Background: an optimization exercise with open tools, aiming at small area and a short achievable clock period. Do not read the settings as production practice. The RTL was checked by simulation tests, not by an equivalence proof against the original design. Power is estimated from default activity; no workload was simulated.

==> inputs of 11-25 <==
## fp32_lane
module fp32_lane (
    input  wire        clk,
    input  wire        rst,
    input  wire        in_valid,
    input  wire [3:0]  in_op,
    input  wire [31:0] in_a,
    input  wire [31:0] in_b,
    input  wire [31:0] in_c,
    output reg         out_valid,
    output reg  [31:0] out_result,
    output reg  [2:0]  out_flags      
);
==> flow/config.mk <==
export PLATFORM = sky130hd
export DESIGN_NAME = fp32_lane
export DESIGN_NICKNAME = fp32_lane
export VERILOG_FILES = /design/flow/design.v
export SDC_FILE = /design/flow/constraint.sdc
export NUM_CORES = 4
export LEC_CHECK = 0
export CAP_MARGIN = 20
export CORE_MARGIN = 2
export CORE_UTILIZATION = 40
export SLEW_MARGIN = 20
export SYNTH_HIERARCHICAL = 1
export BUFFER_PORTS_ARGS = -inputs -outputs -buffer_cell sky130_fd_sc_hd__buf_2
==> flow/constraint.sdc <==
create_clock -name core_clock -period 24.0 [get_ports {clk}]
set_input_delay 4.8000 -clock core_clock [delete_from_list [all_inputs] [get_ports {clk}]]
set_output_delay 4.8000 -clock core_clock [all_outputs]
set_load 0.01 [all_outputs]
standard.sh (not shown) runs the stock make flow with config.mk's settings and CLKGATE_MAP_FILE= SYNTH_SCRIPT=/design/flow/synth_recipe.tcl, a recipe that flattens the netlist after the stock synthesis.
==> flow/flow/run.sh <==
#!/bin/bash
# Layout flow: the standard layout (standard.sh), with every input and
# output port buffered by a plain buf_2 instead of the default port buffer.
set -euo pipefail
echo 'export BUFFER_PORTS_ARGS = -inputs -outputs -buffer_cell sky130_fd_sc_hd__buf_2' >> config.mk
bash standard.sh finish > standard.log 2>&1
==> inputs of 12-12, as changes to 11-25 <==
--- a/flow/design.v
+++ b/flow/design.v
@@ -81,56 +81,51 @@
     wire sp_nan  = sp_inv | x_nan | y_nan | z_nan;
     wire sp_inf  = ~sp_nan & (x_inf | y_inf | z_inf);
     wire sp_zero = ~sp_nan & ~(x_inf | y_inf | z_inf) & p_zero & z_zero;
     wire sp      = sp_nan | sp_inf | sp_zero;
     wire sp_sgn  = sp_inf ? ((x_inf | y_inf) ? ps : zs) : (ps & zs);
     wire        a_zero = x_zero, b_zero = y_zero;
     wire        a_nan  = x_nan,  b_nan  = y_nan;
-    wire [31:0] a_fl = a_zero ? {x[31], 31'd0} : x;
-    wire [31:0] b_fl = b_zero ? {y[31], 31'd0} : y;
-    wire both_zero = a_zero & b_zero;
-    wire mag_lt    = (a_fl[30:0] < b_fl[30:0]);
-    wire mag_eq    = (a_fl[30:0] == b_fl[30:0]);
-    wire f_eq      = both_zero | (mag_eq & (a_fl[31] == b_fl[31]));
+    wire        both_zero = a_zero & b_zero;
+    wire        raw_lt = (x[30:0] < y[30:0]);
+    wire        raw_eq = (x[30:0] == y[30:0]);
+    wire        mag_lt = a_zero ? ~b_zero : (~b_zero & raw_lt);
+    wire        mag_eq = both_zero | (~a_zero & ~b_zero & raw_eq);
+    wire        sa = x[31], sb = y[31];
+    wire f_eq      = both_zero | (mag_eq & (sa == sb));
     wire f_lt      = ~both_zero &
-                     ((a_fl[31] & ~b_fl[31]) |
-                      (~a_fl[31] & ~b_fl[31] & mag_lt) |
-                      (a_fl[31] & b_fl[31] & ~mag_lt & ~mag_eq));
+                     ((sa & ~sb) |
+                      (~sa & ~sb & mag_lt) |
+                      (sa & sb & ~mag_lt & ~mag_eq));
     wire any_nan   = a_nan | b_nan;
     wire op_copy = (r0_op == OP_COPY);
     wire op_neg  = (r0_op == OP_NEG);
     wire op_abs  = (r0_op == OP_ABS);
     wire op_min  = (r0_op == OP_MIN);
     wire op_mm   = (r0_op == OP_MIN) | (r0_op == OP_MAX);
     wire op_eq   = (r0_op == OP_CMPEQ);
     wire op_lt   = (r0_op == OP_CMPLT);
     wire op_le   = (r0_op == OP_CMPLE);
     wire op_cmp  = op_eq | op_lt | op_le;
-    wire a_first = f_eq ? a_fl[31] : f_lt;
-    wire pick_b  = op_mm & (a_nan | (~b_nan & (a_first ^ op_min)));
-    wire [31:0] src  = pick_b ? y : x;
-    wire        srcz = pick_b ? b_zero : a_zero;
-    wire [30:0] smag = src[30:0] & {31{~(srcz & ~op_copy)}};
-    wire        ssgn = (src[31] ^ op_neg) & ~op_abs;
-    wire cmp_t = ~any_nan & ((op_eq & f_eq) | (op_lt & f_lt) | (op_le & (f_lt | f_eq)));
-    wire f_qnan = (is_ar & sp & ~sp_inf & ~sp_zero) |
-                  ((op_neg | op_abs) & a_nan) | (op_mm & a_nan & b_nan);
-    wire f_ones = op_cmp & cmp_t;
+    wire cmp_t   = ~any_nan & ((op_eq & f_eq) | (op_lt & f_lt) | (op_le & (f_lt | f_eq)));
+    wire f_qnan = (is_ar & sp_nan) | ((op_neg | op_abs) & a_nan) | (op_mm & a_nan & b_nan);
     wire f_inf  = is_ar & sp_inf;
-    wire f_zero = (is_ar & sp_zero) | (op_cmp & ~cmp_t) |
-                  ~(is_ar | op_copy | op_neg | op_abs | op_mm | op_cmp);
+    wire f_zero = (is_ar & sp_zero) | ~(is_ar | op_copy | op_neg | op_abs | op_mm | op_cmp);
     wire f_sgn  = is_ar ? sp_sgn : 1'b0;
-    reg [31:0] ov_res;
+    reg [31:0] xv;
     always @(*) begin
-        if (f_qnan)      ov_res = QNAN;
-        else if (f_ones) ov_res = 32'hFFFF_FFFF;
-        else if (f_inf)  ov_res = {f_sgn, 8'hFF, 23'd0};
-        else if (f_zero) ov_res = {f_sgn, 31'd0};
-        else             ov_res = {ssgn, smag};
+        if (f_qnan)      xv = QNAN;
+        else if (f_inf)  xv = {f_sgn, 8'hFF, 23'd0};
+        else if (f_zero) xv = {f_sgn, 31'd0};
+        else             xv = {(x[31] ^ op_neg) & ~op_abs, x[30:0] & {31{~(a_zero & ~op_copy)}}};
     end
+    wire [31:0] yv = {y[31], y[30:0] & {31{~b_zero}}};
+    wire a_first = f_eq ? sa : f_lt;
+    wire pick_b  = op_mm & ~(a_nan & b_nan) & (a_nan | (~b_nan & (a_first ^ op_min)));
+    wire [31:0] ov_res = op_cmp ? {32{cmp_t}} : pick_b ? yv : xv;
     wire        ov = ~is_ar | sp;
     wire [23:0] zm = ov ? ov_res[23:0] : {~z_zero, z[22:0] & {23{~z_zero}}};
     reg        r1_v, r1_ov, r1_inv;
     reg [47:0] r1_s, r1_c;
     reg [23:0] r1_zm;
     reg        r1_pbig, r1_pz, r1_sub, r1_ps, r1_zs;
     reg [5:0]  r1_sh;
@@ -147,27 +142,29 @@
         r1_pz   <= p_zero | ov;
         r1_sub  <= (ps ^ zs) & ~ov;
         r1_ps   <= ps;
         r1_zs   <= zs;
         r1_sh   <= sh;
         r1_le   <= ov ? {2'b00, ov_res[31:24]} : le;
     end
-    wire [47:0] pm;
     wire [47:0] pmn;
     fp32_lane_add #(.N(48), .L(6)) u_padd (.a(r1_s), .b(r1_c), .cin(1'b1), .eac(1'b0), .s(pmn), .co());
-    wire [47:0] pmz = ~pmn & {48{~r1_pz}};
-    wire [47:0] cm2 = {r1_zm, 24'd0};
-    wire [47:0] lm  = r1_pbig ? pmz : {r1_zm, 16'd0, r1_le[7:0] & {8{r1_ov}}};
-    wire [47:0] sm  = r1_pbig ? cm2 : pmz;
-    wire [50:0] s_fr = {sm, 3'b000};
-    wire [50:0] s_sh = s_fr >> r1_sh;
-    reg  [50:0] lmask;
-    integer k;
-    always @(*) for (k = 0; k < 51; k = k + 1) lmask[k] = (r1_sh > k);
-    wire        s_lost = |(s_fr & lmask);
+    wire [47:0] pm  = ~pmn;
+    wire        selp = ~r1_pbig & ~r1_pz;
+    wire [47:0] lm  = r1_pbig ? pm : {r1_zm, 16'd0, r1_le[7:0] & {8{r1_ov}}};
+    wire [47:0] sm  = {(r1_pbig ? r1_zm : pm[47:24] & {24{~r1_pz}}), pm[23:0] & {24{selp}}};
+    wire [50:0] a5 = r1_sh[5] ? {32'd0, sm[47:29]} : {sm, 3'b000};
+    wire [50:0] a4 = r1_sh[4] ? {16'd0, a5[50:16]} : a5;
+    wire [50:0] a3 = r1_sh[3] ? {8'd0,  a4[50:8]}  : a4;
+    wire [50:0] a2 = r1_sh[2] ? {4'd0,  a3[50:4]}  : a3;
+    wire [50:0] a1 = r1_sh[1] ? {2'd0,  a2[50:2]}  : a2;
+    wire [50:0] s_sh = r1_sh[0] ? {1'd0,  a1[50:1]}  : a1;
+    wire        s_lost = (r1_sh[5] & (|sm[28:0])) | (r1_sh[4] & (|a5[15:0])) |
+                         (r1_sh[3] & (|a4[7:0])) | (r1_sh[2] & (|a3[3:0])) |
+                         (r1_sh[1] & (|a2[1:0])) | (r1_sh[0] & a1[0]);
     reg        r2_v, r2_ov, r2_inv;
     reg [47:0] r2_l;
     reg [50:0] r2_s;
     reg [9:0]  r2_le;
     reg        r2_sub, r2_ls, r2_ss;
     always @(posedge clk) begin
         if (rst) r2_v <= 1'b0;
@@ -211,18 +208,17 @@
     wire [51:12] n4 = r3_lz[4] ? {n5[35:0], 4'd0} : n5[51:12];
     wire [51:20] n3 = r3_lz[3] ? n4[43:12] : n4[51:20];
     wire [51:24] n2 = r3_lz[2] ? n3[47:20] : n3[51:24];
     wire [51:26] n1 = r3_lz[1] ? n2[49:24] : n2[51:26];
     wire [51:27] n0 = r3_lz[0] ? n1[50:26] : n1[51:27];
     wire [23:0]  keep = n0[51:28];
     wire         rb   = n0[27];
-    reg  [51:0] smask;
-    integer q;
-    always @(*) for (q = 0; q < 52; q = q + 1) smask[q] = ({4'd0, r3_lz} + q < 27);
-    wire        st   = |(r3_mag & smask);
+    wire        st   = (~r3_lz[4] & (|n5[11:0])) | (~r3_lz[3] & (|n4[19:12])) |
+                       (~r3_lz[2] & (|n3[23:20])) | (~r3_lz[1] & (|n2[25:24])) |
+                       (~r3_lz[0] & n1[26]);
     wire [9:0]  ne   = r3_le + 10'd1 - {4'd0, r3_lz};
     wire        inc = rb & (st | keep[0]);
     wire [24:0] rm  = {1'b0, keep} + {24'd0, inc};
     wire        rc  = rm[24];
     wire        ovf0 = ~ne[9] & (ne[8:0] > 9'd127);      
     wire        ovf1 = ~ne[9] & (ne[8:0] > 9'd126);      
     wire        unf0 = ne[9] & (ne < 10'h382);           
==> flow/flow/run.sh (replaced) <==
#!/bin/bash
# Layout flow: the standard layout (standard.sh) with two changes:
#  - every input and output port is buffered by a plain buf_2 instead of the
#    default port buffer;
#  - the timing repair after CTS and global routing aims for a setup slack of
#    18.15 ns at the design's 24 ns clock (paths of at most 5.85 ns); the SDC
#    and the clock period are the design's, unchanged.
set -euo pipefail
cat >> config.mk <<'EOC'
export BUFFER_PORTS_ARGS = -inputs -outputs -buffer_cell sky130_fd_sc_hd__buf_2
export SETUP_SLACK_MARGIN = 18.15
EOC
bash standard.sh finish > standard.log 2>&1
==> flow/config.mk (replaced) <==
export PLATFORM = sky130hd
export DESIGN_NAME = fp32_lane
export DESIGN_NICKNAME = fp32_lane
export VERILOG_FILES = /design/flow/design.v
export SDC_FILE = /design/flow/constraint.sdc
export NUM_CORES = 4
export LEC_CHECK = 0
export CAP_MARGIN = 20
export CORE_MARGIN = 2
export CORE_UTILIZATION = 70
export CTS_CLUSTER_DIAMETER = 80
export CTS_CLUSTER_SIZE = 20
export SLEW_MARGIN = 20
export SYNTH_HIERARCHICAL = 1
export BUFFER_PORTS_ARGS = -inputs -outputs -buffer_cell sky130_fd_sc_hd__buf_2
export SETUP_SLACK_MARGIN = 18.15
==> inputs of 10-05, as changes to 11-25 <==
--- a/flow/design.v
+++ b/flow/design.v
@@ -81,56 +81,51 @@
     wire sp_nan  = sp_inv | x_nan | y_nan | z_nan;
     wire sp_inf  = ~sp_nan & (x_inf | y_inf | z_inf);
     wire sp_zero = ~sp_nan & ~(x_inf | y_inf | z_inf) & p_zero & z_zero;
     wire sp      = sp_nan | sp_inf | sp_zero;
     wire sp_sgn  = sp_inf ? ((x_inf | y_inf) ? ps : zs) : (ps & zs);
     wire        a_zero = x_zero, b_zero = y_zero;
     wire        a_nan  = x_nan,  b_nan  = y_nan;
-    wire [31:0] a_fl = a_zero ? {x[31], 31'd0} : x;
-    wire [31:0] b_fl = b_zero ? {y[31], 31'd0} : y;
-    wire both_zero = a_zero & b_zero;
-    wire mag_lt    = (a_fl[30:0] < b_fl[30:0]);
-    wire mag_eq    = (a_fl[30:0] == b_fl[30:0]);
-    wire f_eq      = both_zero | (mag_eq & (a_fl[31] == b_fl[31]));
+    wire        both_zero = a_zero & b_zero;
+    wire        raw_lt = (x[30:0] < y[30:0]);
+    wire        raw_eq = (x[30:0] == y[30:0]);
+    wire        mag_lt = a_zero ? ~b_zero : (~b_zero & raw_lt);
+    wire        mag_eq = both_zero | (~a_zero & ~b_zero & raw_eq);
+    wire        sa = x[31], sb = y[31];
+    wire f_eq      = both_zero | (mag_eq & (sa == sb));
     wire f_lt      = ~both_zero &
-                     ((a_fl[31] & ~b_fl[31]) |
-                      (~a_fl[31] & ~b_fl[31] & mag_lt) |
-                      (a_fl[31] & b_fl[31] & ~mag_lt & ~mag_eq));
+                     ((sa & ~sb) |
+                      (~sa & ~sb & mag_lt) |
+                      (sa & sb & ~mag_lt & ~mag_eq));
     wire any_nan   = a_nan | b_nan;
     wire op_copy = (r0_op == OP_COPY);
     wire op_neg  = (r0_op == OP_NEG);
     wire op_abs  = (r0_op == OP_ABS);
     wire op_min  = (r0_op == OP_MIN);
     wire op_mm   = (r0_op == OP_MIN) | (r0_op == OP_MAX);
     wire op_eq   = (r0_op == OP_CMPEQ);
     wire op_lt   = (r0_op == OP_CMPLT);
     wire op_le   = (r0_op == OP_CMPLE);
     wire op_cmp  = op_eq | op_lt | op_le;
-    wire a_first = f_eq ? a_fl[31] : f_lt;
-    wire pick_b  = op_mm & (a_nan | (~b_nan & (a_first ^ op_min)));
-    wire [31:0] src  = pick_b ? y : x;
-    wire        srcz = pick_b ? b_zero : a_zero;
-    wire [30:0] smag = src[30:0] & {31{~(srcz & ~op_copy)}};
-    wire        ssgn = (src[31] ^ op_neg) & ~op_abs;
-    wire cmp_t = ~any_nan & ((op_eq & f_eq) | (op_lt & f_lt) | (op_le & (f_lt | f_eq)));
-    wire f_qnan = (is_ar & sp & ~sp_inf & ~sp_zero) |
-                  ((op_neg | op_abs) & a_nan) | (op_mm & a_nan & b_nan);
-    wire f_ones = op_cmp & cmp_t;
+    wire cmp_t   = ~any_nan & ((op_eq & f_eq) | (op_lt & f_lt) | (op_le & (f_lt | f_eq)));
+    wire f_qnan = (is_ar & sp_nan) | ((op_neg | op_abs) & a_nan) | (op_mm & a_nan & b_nan);
     wire f_inf  = is_ar & sp_inf;
-    wire f_zero = (is_ar & sp_zero) | (op_cmp & ~cmp_t) |
-                  ~(is_ar | op_copy | op_neg | op_abs | op_mm | op_cmp);
+    wire f_zero = (is_ar & sp_zero) | ~(is_ar | op_copy | op_neg | op_abs | op_mm | op_cmp);
     wire f_sgn  = is_ar ? sp_sgn : 1'b0;
-    reg [31:0] ov_res;
+    reg [31:0] xv;
     always @(*) begin
-        if (f_qnan)      ov_res = QNAN;
-        else if (f_ones) ov_res = 32'hFFFF_FFFF;
-        else if (f_inf)  ov_res = {f_sgn, 8'hFF, 23'd0};
-        else if (f_zero) ov_res = {f_sgn, 31'd0};
-        else             ov_res = {ssgn, smag};
+        if (f_qnan)      xv = QNAN;
+        else if (f_inf)  xv = {f_sgn, 8'hFF, 23'd0};
+        else if (f_zero) xv = {f_sgn, 31'd0};
+        else             xv = {(x[31] ^ op_neg) & ~op_abs, x[30:0] & {31{~(a_zero & ~op_copy)}}};
     end
+    wire [31:0] yv = {y[31], y[30:0] & {31{~b_zero}}};
+    wire a_first = f_eq ? sa : f_lt;
+    wire pick_b  = op_mm & ~(a_nan & b_nan) & (a_nan | (~b_nan & (a_first ^ op_min)));
+    wire [31:0] ov_res = op_cmp ? {32{cmp_t}} : pick_b ? yv : xv;
     wire        ov = ~is_ar | sp;
     wire [23:0] zm = ov ? ov_res[23:0] : {~z_zero, z[22:0] & {23{~z_zero}}};
     reg        r1_v, r1_ov, r1_inv;
     reg [47:0] r1_s, r1_c;
     reg [23:0] r1_zm;
     reg        r1_pbig, r1_pz, r1_sub, r1_ps, r1_zs;
     reg [5:0]  r1_sh;
@@ -211,18 +206,17 @@
     wire [51:12] n4 = r3_lz[4] ? {n5[35:0], 4'd0} : n5[51:12];
     wire [51:20] n3 = r3_lz[3] ? n4[43:12] : n4[51:20];
     wire [51:24] n2 = r3_lz[2] ? n3[47:20] : n3[51:24];
     wire [51:26] n1 = r3_lz[1] ? n2[49:24] : n2[51:26];
     wire [51:27] n0 = r3_lz[0] ? n1[50:26] : n1[51:27];
     wire [23:0]  keep = n0[51:28];
     wire         rb   = n0[27];
-    reg  [51:0] smask;
-    integer q;
-    always @(*) for (q = 0; q < 52; q = q + 1) smask[q] = ({4'd0, r3_lz} + q < 27);
-    wire        st   = |(r3_mag & smask);
+    wire        st   = (~r3_lz[4] & (|n5[11:0])) | (~r3_lz[3] & (|n4[19:12])) |
+                       (~r3_lz[2] & (|n3[23:20])) | (~r3_lz[1] & (|n2[25:24])) |
+                       (~r3_lz[0] & n1[26]);
     wire [9:0]  ne   = r3_le + 10'd1 - {4'd0, r3_lz};
     wire        inc = rb & (st | keep[0]);
     wire [24:0] rm  = {1'b0, keep} + {24'd0, inc};
     wire        rc  = rm[24];
     wire        ovf0 = ~ne[9] & (ne[8:0] > 9'd127);      
     wire        ovf1 = ~ne[9] & (ne[8:0] > 9'd126);      
     wire        unf0 = ne[9] & (ne < 10'h382);           
==> flow/config.mk (replaced) <==
export PLATFORM = sky130hd
export DESIGN_NAME = fp32_lane
export DESIGN_NICKNAME = fp32_lane
export VERILOG_FILES = /design/flow/design.v
export SDC_FILE = /design/flow/constraint.sdc
export NUM_CORES = 4
export LEC_CHECK = 0
export CAP_MARGIN = 20
export CORE_MARGIN = 2
export CORE_UTILIZATION = 60
export SLEW_MARGIN = 20
export SYNTH_HIERARCHICAL = 1
export BUFFER_PORTS_ARGS = -inputs -outputs -buffer_cell sky130_fd_sc_hd__buf_2
==> impl_metrics.tcl <==
set metrics [dict create \
    outcome "timing/DRC/antenna clean" \
    worst_ep_arrival_time_ps 1010 \
    p_leak_nw 16.9 \
    dieArea_sq_um 62800 \
    final_util_pct 72.4 \
    wl_met3_um 13100 \
    layout_setup_ws_ps 18190 \
    worst_slew_pin_slew_ps 1100 \
    vias 34100 \
    slowest_stage "dfxtp_2" \
    dieWidth_um 251 \
    vias_per_cell 6.50 \
    min_period_ps 5810 \
    placed_cells 5188 \
    r2r_cells 17 \
]
Source of the figures above: 12-12

==> impl_metrics.tcl <==
set metrics [dict create \
    dieArea_sq_um 114000 \
    p_leak_nw 18.3 \
    worst_ep_arrival_time_ps 6850 \
    final_util_pct 42.7 \
    outcome "timing/DRC/antenna clean" \
    layout_setup_ws_ps 17710 \
    min_period_ps 6290 \
    r2r_cells 15 \
    slowest_stage "a211o_2" \
    vias_per_cell 5.84 \
    worst_slew_pin_slew_ps 1060 \
]
Source of the figures above: 11-25

==> impl_metrics.tcl <==
set metrics [dict create \
    clockRootBuffer "clkbuf_16" \
    dieArea_sq_um 73900 \
    rrSetupSlack_ps 18110 \
    min_period_ps 5890 \
    r2r_cells 11 \
    worst_ep_arrival_time_ps 6320 \
    nFlopsAndLatches 469 \
    wl_met3_um 11800 \
    placed_cells 5399 \
    vias 34500 \
    fin_cells 5494 \
    final_util_pct 63.0 \
    layout_setup_ws_ps 18110 \
    power-top-group "combinational logic" \
    worst_slew_pin_slew_ps 1140 \
    slowest_stage "nand4_1" \
    outcome "timing/DRC/antenna clean" \
]
Source of the figures above: 10-05

## port drivers added, routing unchanged
Ports are ideal in the flow. The routed layouts listed here were re-timed in OpenROAD. Step 1 sets driving cells, clkbuf_16 on the clock port and buf_2 on the other inputs (assumed; they add their load-dependent delay and slew). Step 2 adds t to the input delays and takes it off the output delays; t is the mean of the earliest and latest rising clock arrival at the registers after step 1. Input paths then give back, and output paths get back, about the clock's delay inside the block. Three values: ideal ports, drivers, drivers and shift; two values: the first two.
| run | shift t [ns] | slack for setup (ns) | latest minus earliest clock arrival (ns) | cell pins on the clock port's net |
|---|---|---|---|---|
| 11-25 | 0.717 | 17.710 / 17.710 / 17.710 | 0.028 / 0.028 | 1 |
| 12-12 | 0.629 | 18.186 / 18.126 / 17.706 | 0.046 / 0.045 | 1 |
| 10-05 | 0.671 | 18.110 / 18.092 / 17.921 | 0.026 / 0.027 | 1 |
After both steps setup and hold are still met in every run listed. For 12-12, which loses most, drivers alone change the setup slack by -0.060 ns; drivers and shift together by -0.480 ns.
